Context: an optimization exercise on an open-source flow, tuned for small area and a short achievable clock period. The choices shown serve that exercise and are no tape-out recipe.
Only simulation tests tie the RTL to the original design; equivalence was not proved.

// cvu
module cvu (
    input  wire        clk,
    input  wire        rst,           
    input  wire [1:0]  cfg_poly,      
    input  wire        cfg_guard,     
    input  wire [31:0] cfg_xor,       
    input  wire        in_valid,
    input  wire        in_first,      
    input  wire        in_last,       
    input  wire [5:0]  in_words,      
    input  wire [63:0] in_guard,      
    input  wire [2:0]  in_nbytes,     
    input  wire [63:0] in_data,       
    input  wire        sw_we,
    input  wire [1:0]  sw_addr,       
    input  wire [31:0] sw_wdata,
    output reg  [31:0] cvrun,
    output wire [31:0] cvres,
    output reg         lostf,
    output reg         matchf,
    output reg         misf,
    output reg  [15:0] cvlost,
    output wire        busy
);
Size in the first run: roughly 6300 cells after synthesis, ~300 I/O pins, about 0.078 mm^2 of cells after synthesis.
Settings: LEC_CHECK=0, CAP_MARGIN=20, CORE_MARGIN=2, CORE_UTILIZATION=40, SLEW_MARGIN=20; clock period 20.0 ns.
standard.sh (not shown) runs the stock make flow with config.mk's settings and CLKGATE_MAP_FILE= SYNTH_SCRIPT=/design/flow/synth_recipe.tcl, a recipe that flattens the netlist after the stock synthesis.
==> flow/flow/run.sh <==
#!/bin/bash
# The standard layout, with these changes to how it is made:
# - plain buf_1 cells as the port buffers (the default picks a slow
#   clock-delay buffer for them);
# - after the standard synthesis, each cvres[31:16] output gets its own copy
#   of the cfg_poly decode gate (flow/dup_decode.py), so that the path from
#   cfg_poly to cvres needs no buffer tree;
# - timing repair aims for more setup slack than zero, so that the layout's
#   paths come out close to the shortest clock period the ports allow.
set -euo pipefail
export BUFFER_PORTS_ARGS="-buffer_cell sky130_fd_sc_hd__buf_1"
export SETUP_SLACK_MARGIN=11.8
bash standard.sh synth > standard_synth.log 2>&1
NET=orfs/results/sky130hd/cvu/base/1_2_yosys.v
python3 flow/dup_decode.py "$NET" > dup_decode.log 2>&1
touch "$NET"
bash standard.sh > standard_flow.log 2>&1
Other scripts of this flow, unchanged in this note and not shown: flow/flow/dup_decode.py
The baseline produced a clean layout.
Change:
Settings changed: CTS_CLUSTER_DIAMETER set to 150, CTS_CLUSTER_SIZE set to 24.
After rerunning:
- The changed run completed with no timing, DRC or antenna violations
- die area stays the same
- synthesized cell count is unchanged
- area after synthesis is unchanged
- clock-buffer cell count falls by 62
- non-clock buffer count grows by 2
- via count shrinks slightly
- hold slack gets better by 0.0054 ns
- critical path depth stays the same

---

Setup of run 1:
Starting RTL as in the previous note.
// cvu
module cvu (
    input  wire        clk,
    input  wire        rst,           
    input  wire [1:0]  cfg_poly,      
    input  wire        cfg_guard,     
    input  wire [31:0] cfg_xor,       
    input  wire        in_valid,
    input  wire        in_first,      
    input  wire        in_last,       
    input  wire [5:0]  in_words,      
    input  wire [63:0] in_guard,      
    input  wire [2:0]  in_nbytes,     
    input  wire [63:0] in_data,       
    input  wire        sw_we,
    input  wire [1:0]  sw_addr,       
    input  wire [31:0] sw_wdata,
    output reg  [31:0] cvrun,
    output wire [31:0] cvres,
    output reg         lostf,
    output reg         matchf,
    output reg         misf,
    output reg  [15:0] cvlost,
    output wire        busy
);
==> flow/config.mk <==
export PLATFORM = sky130hd
export DESIGN_NAME = cvu
export DESIGN_NICKNAME = cvu
export VERILOG_FILES = /design/flow/design.v
export SDC_FILE = /design/flow/constraint.sdc
export NUM_CORES = 4
export LEC_CHECK = 0
export CAP_MARGIN = 20
export CORE_MARGIN = 2
export CORE_UTILIZATION = 40
export CTS_CLUSTER_SIZE = 30
export SLEW_MARGIN = 20
==> flow/constraint.sdc <==
create_clock -name core_clock -period 20.0 [get_ports {clk}]
set_input_delay 4.0000 -clock core_clock [delete_from_list [all_inputs] [get_ports {clk}]]
set_output_delay 4.0000 -clock core_clock [all_outputs]
set_load 0.01 [all_outputs]
==> flow/flow/run.sh <==
#!/bin/bash
# The standard layout, with two changes to how it is made:
# - plain buf_1 cells as the port buffers (the default picks a slow
#   clock-delay buffer for them);
# - timing repair aims for more setup slack than zero, so that the layout's
#   paths come out close to the shortest clock period the ports allow.
set -euo pipefail
export BUFFER_PORTS_ARGS="-buffer_cell sky130_fd_sc_hd__buf_1"
export SETUP_SLACK_MARGIN=11.5
bash standard.sh > standard_flow.log 2>&1
Run 1 ended with every stage complete and zero timing, DRC or antenna violations.
Here is what was changed in the inputs of run 2 compared with run 1.
Settings: clearing CTS_CLUSTER_SIZE, which used to be 30; putting CTS_BUF_LIST at sky130_fd_sc_hd__clkbuf_4 where nothing was set.
==> notes.md <==
In summary, run 2 completed successfully, with a layout that passed the timing, DRC and antenna checks.
Summary of the comparison: design area is lower in run 2, relative to run 1.
NOTE global-route wire length before repair run 1->run 2 increased slightly
Clock tree buffer count of the final layout (run 1 / run 2): 0.34
#### Input delta (run 3 over run 2)
Settings: CTS_BUF_LIST: sky130_fd_sc_hd__clkbuf_4 -> unset.
[summary]
Looking at the reports, run 3 completed the entire flow and the layout it produced met the timing, DRC and antenna checks. Compared to run 2, run 3 has average wire per standard cell 3.1% higher. In the flow results for run 3 and run 2, the first-iteration DRC count is larger on run 3. Share of final layout cell area taken by non-clock buffers: lower on run 2.

---

north:
Starting RTL as in the previous note.
Settings: LEC_CHECK=0, CAP_MARGIN=5, CORE_MARGIN=2, CORE_UTILIZATION=40, CTS_CLUSTER_DIAMETER=150, CTS_CLUSTER_SIZE=24, SLEW_MARGIN=5; clock period 20.0 ns.
==> flow/flow/run.sh <==
#!/bin/bash
# The standard layout, with these changes to how it is made:
# - plain buf_1 cells as the port buffers (the default picks a slow
#   clock-delay buffer for them);
# - after the standard synthesis, each cvres[31:16] output gets its own copy
#   of the cfg_poly decode gate (flow/dup_decode.py), so that the path from
#   cfg_poly to cvres needs no buffer tree;
# - timing repair aims for more setup slack than zero, so that the layout's
#   paths come out close to the shortest clock period the ports allow.
set -euo pipefail
export BUFFER_PORTS_ARGS="-buffer_cell sky130_fd_sc_hd__buf_1"
export SETUP_SLACK_MARGIN=11.8
bash standard.sh synth > standard_synth.log 2>&1
NET=orfs/results/sky130hd/cvu/base/1_2_yosys.v
python3 flow/dup_decode.py "$NET" > dup_decode.log 2>&1
touch "$NET"
bash standard.sh > standard_flow.log 2>&1
Other scripts of this flow, unchanged in this note and not shown: flow/flow/dup_decode.py
north | status: complete | timing, DRC, antenna: pass
### north -> south
# north
export LEC_CHECK = 0
export CAP_MARGIN = 5
export CORE_MARGIN = 2
export CORE_UTILIZATION = 40
export CTS_CLUSTER_DIAMETER = 150
export CTS_CLUSTER_SIZE = 24
export SLEW_MARGIN = 5
create_clock -name core_clock -period 20.0 [get_ports {clk}]
# south
export LEC_CHECK = 0
export CAP_MARGIN = 20
export CORE_MARGIN = 2
export CORE_UTILIZATION = 40
export CTS_CLUSTER_DIAMETER = 150
export CTS_CLUSTER_SIZE = 24
export SLEW_MARGIN = 20
create_clock -name core_clock -period 20.0 [get_ports {clk}]
diff --git a/flow/flow/run.sh b/flow/flow/run.sh
--- a/flow/flow/run.sh
+++ b/flow/flow/run.sh
@@ -10,5 +10,5 @@
 set -euo pipefail
 export BUFFER_PORTS_ARGS="-buffer_cell sky130_fd_sc_hd__buf_1"
-export SETUP_SLACK_MARGIN=11.8
+export SETUP_SLACK_MARGIN=11.6
 bash standard.sh synth > standard_synth.log 2>&1
 NET=orfs/results/sky130hd/cvu/base/1_2_yosys.v
Notes after the runs:
From north to south the numbers moved as follows: number of pins exceeding their max-slew limit in the final report was more or less identical; via count of the first global-routing pass went down by about 1.2%; wire length on met2 went up by about 0.5%; post-CTS setup-driven buffer insertion count went up by about 60%.
~same aggregate global-route resource usage in south and north
Against north, south reports a clock latency on the worst-skew pair that is lower.
Relative to north, the final cell area reported for south is lower.
Against north, wire length of the first global-routing pass in south came out better.
Minimum period implied by the final worst setup slack | south above north
When south is set beside north, its worst setup slack turns out to be 0.075 ns smaller.
For east, these inputs were changed with respect to south:
# south
export LEC_CHECK = 0
export CAP_MARGIN = 20
export CORE_MARGIN = 2
export CORE_UTILIZATION = 40
export CTS_CLUSTER_DIAMETER = 150
export CTS_CLUSTER_SIZE = 24
export SLEW_MARGIN = 20
create_clock -name core_clock -period 20.0 [get_ports {clk}]
# east
export LEC_CHECK = 0
export CAP_MARGIN = 5
export CORE_MARGIN = 2
export CORE_UTILIZATION = 40
export CTS_CLUSTER_DIAMETER = 150
export CTS_CLUSTER_SIZE = 24
export SLEW_MARGIN = 5
create_clock -name core_clock -period 20.0 [get_ports {clk}]
diff --git a/flow/flow/run.sh b/flow/flow/run.sh
--- a/flow/flow/run.sh
+++ b/flow/flow/run.sh
@@ -10,5 +10,5 @@
 set -euo pipefail
 export BUFFER_PORTS_ARGS="-buffer_cell sky130_fd_sc_hd__buf_1"
-export SETUP_SLACK_MARGIN=11.6
+export SETUP_SLACK_MARGIN=12.2
 bash standard.sh synth > standard_synth.log 2>&1
 NET=orfs/results/sky130hd/cvu/base/1_2_yosys.v
==> notes.md <==
south and east ended up with nearly the same critical path's largest stage delay.
south → east: overall routed net length now sits higher, clock latency of the later-clocked register in the worst-skew pair went up.
Of the two values seen for cell with the largest stage delay on the worst path, sky130_fd_sc_hd__nor2b_2 was produced by south and sky130_fd_sc_hd__nor2_4 by east.

---

Setup of lane 1:
Another version of the RTL of cvu (not shown whole).
Size: about 6400 cells after synthesis, roughly 300 I/O pins.
==> flow/config.mk <==
export PLATFORM = sky130hd
export DESIGN_NAME = cvu
export DESIGN_NICKNAME = cvu
export VERILOG_FILES = /design/flow/design.v
export SDC_FILE = /design/flow/constraint.sdc
export NUM_CORES = 4
export LEC_CHECK = 0
export CAP_MARGIN = 20
export CORE_MARGIN = 2
export CORE_UTILIZATION = 40
export SLEW_MARGIN = 20
==> flow/constraint.sdc <==
create_clock -name core_clock -period 20.0 [get_ports {clk}]
set_input_delay 4.0000 -clock core_clock [delete_from_list [all_inputs] [get_ports {clk}]]
set_output_delay 4.0000 -clock core_clock [all_outputs]
set_load 0.01 [all_outputs]
run.sh (not shown) runs the stock make flow with config.mk's settings and CLKGATE_MAP_FILE= SYNTH_SCRIPT=/design/flow/synth_recipe.tcl, a recipe that flattens the netlist after the stock synthesis.
Stock flow here: none of the scripts above is used.
What lane 2 does differently from lane 1 at the input level:
==> flow/flow/run.sh (new file) <==
#!/bin/bash
# The standard layout, with two changes to how it is made:
# - plain buf_1 cells as the port buffers (the default picks a slow
#   clock-delay buffer for them);
# - timing repair aims for more setup slack than zero, so that the layout's
#   paths come out close to the shortest clock period the ports allow.
set -euo pipefail
export BUFFER_PORTS_ARGS="-buffer_cell sky130_fd_sc_hd__buf_1"
export SETUP_SLACK_MARGIN=11.5
bash standard.sh > standard_flow.log 2>&1
==> flow/standard.sh (new file) <==
#!/bin/bash
# synth_recipe.tcl (not shown) runs the flow's synth.tcl, then flattens the netlist and writes it again
# the make line also repeats each setting of config.mk as NAME=value (left out here)
make -C /OpenROAD-flow-scripts/flow DESIGN_CONFIG=/design/flow/config.mk WORK_HOME=/design/flow/orfs CLKGATE_MAP_FILE= SYNTH_SCRIPT=/design/flow/synth_recipe.tcl "${@:-finish}"
removed: flow/run.sh
Notes after the runs:
- Critical path endpoint = cvres[23]: lane 1; critical path endpoint = cvres[18]: lane 2
- Diff lane 1 -> lane 2: number of non-clock buffers climbed 58; relative area change from synthesis to final layout dropped 0.82 points; sequential share of layout area climbed 0.33 points.
- Compared with lane 1, lane 2 shows a higher setup slack of the critical path after layout.
- Lane 2 against lane 1: post-CTS setup buffer count picked up an extra 18; maximum frequency now sits higher.
- Critical path's slowest cell: buf_16 -> lane 2, clkdlybuf4s50_1 -> lane 1

re-timing with driven ports:
No port has a modelled driver above. Below, the same layouts with a new extraction and two added sets of constraints. Step 1 (the two cells are an assumption about what drives the block):
set clk [get_ports {clk}]
set_driving_cell -lib_cell sky130_fd_sc_hd__clkbuf_16 $clk
set_driving_cell -lib_cell sky130_fd_sc_hd__buf_2 [delete_from_list [all_inputs] $clk]
Step 2 also shifts input and output timing later by t, the mid clock arrival at the registers, as if the neighbouring blocks saw the same clock. Slacks: ideal / step 1 / step 2; pairs: ideal / step 1.
| run | t, ns | setup slack, ns | hold slack, ns | clock arrival spread, ns |
|---|---|---|---|---|
| the first run of note 1 | 0.859 | 11.484 / 11.308 / 11.013 | 0.491 / 0.491 / 0.491 | 0.031 / 0.031 |
| the second run of note 1 | 0.814 | 11.465 / 11.313 / 11.054 | 0.497 / 0.497 / 0.497 | 0.048 / 0.047 |
| run 1 | 0.846 | 11.226 / 11.188 / 10.827 | 0.486 / 0.486 / 0.486 | 0.051 / 0.050 |
| run 2 | 1.311 | 11.218 / 11.199 / 10.205 | 0.481 / 0.481 / 0.481 | 0.185 / 0.184 |
| run 3 | 0.846 | 11.226 / 11.188 / 10.827 | 0.486 / 0.486 / 0.486 | 0.051 / 0.050 |
| north | 0.800 | 11.474 / 11.289 / 11.106 | 0.493 / 0.493 / 0.493 | 0.040 / 0.041 |
| south | 0.752 | 11.398 / 11.219 / 10.738 | 0.492 / 0.492 / 0.492 | 0.053 / 0.053 |
| east | 0.810 | 11.474 / 11.311 / 11.311 | 0.500 / 0.500 / 0.500 | 0.047 / 0.047 |
| lane 1 | 0.859 | 10.500 / 10.481 / 9.788 | 0.489 / 0.489 / 0.489 | 0.066 / 0.066 |
| lane 2 | 0.858 | 11.031 / 10.990 / 10.828 | 0.476 / 0.476 / 0.476 | 0.054 / 0.054 |
After both steps every run listed still meets setup and hold. The setup slack of run 2, which loses most, moves by -0.019 ns with the drivers and by -1.013 ns with both steps.
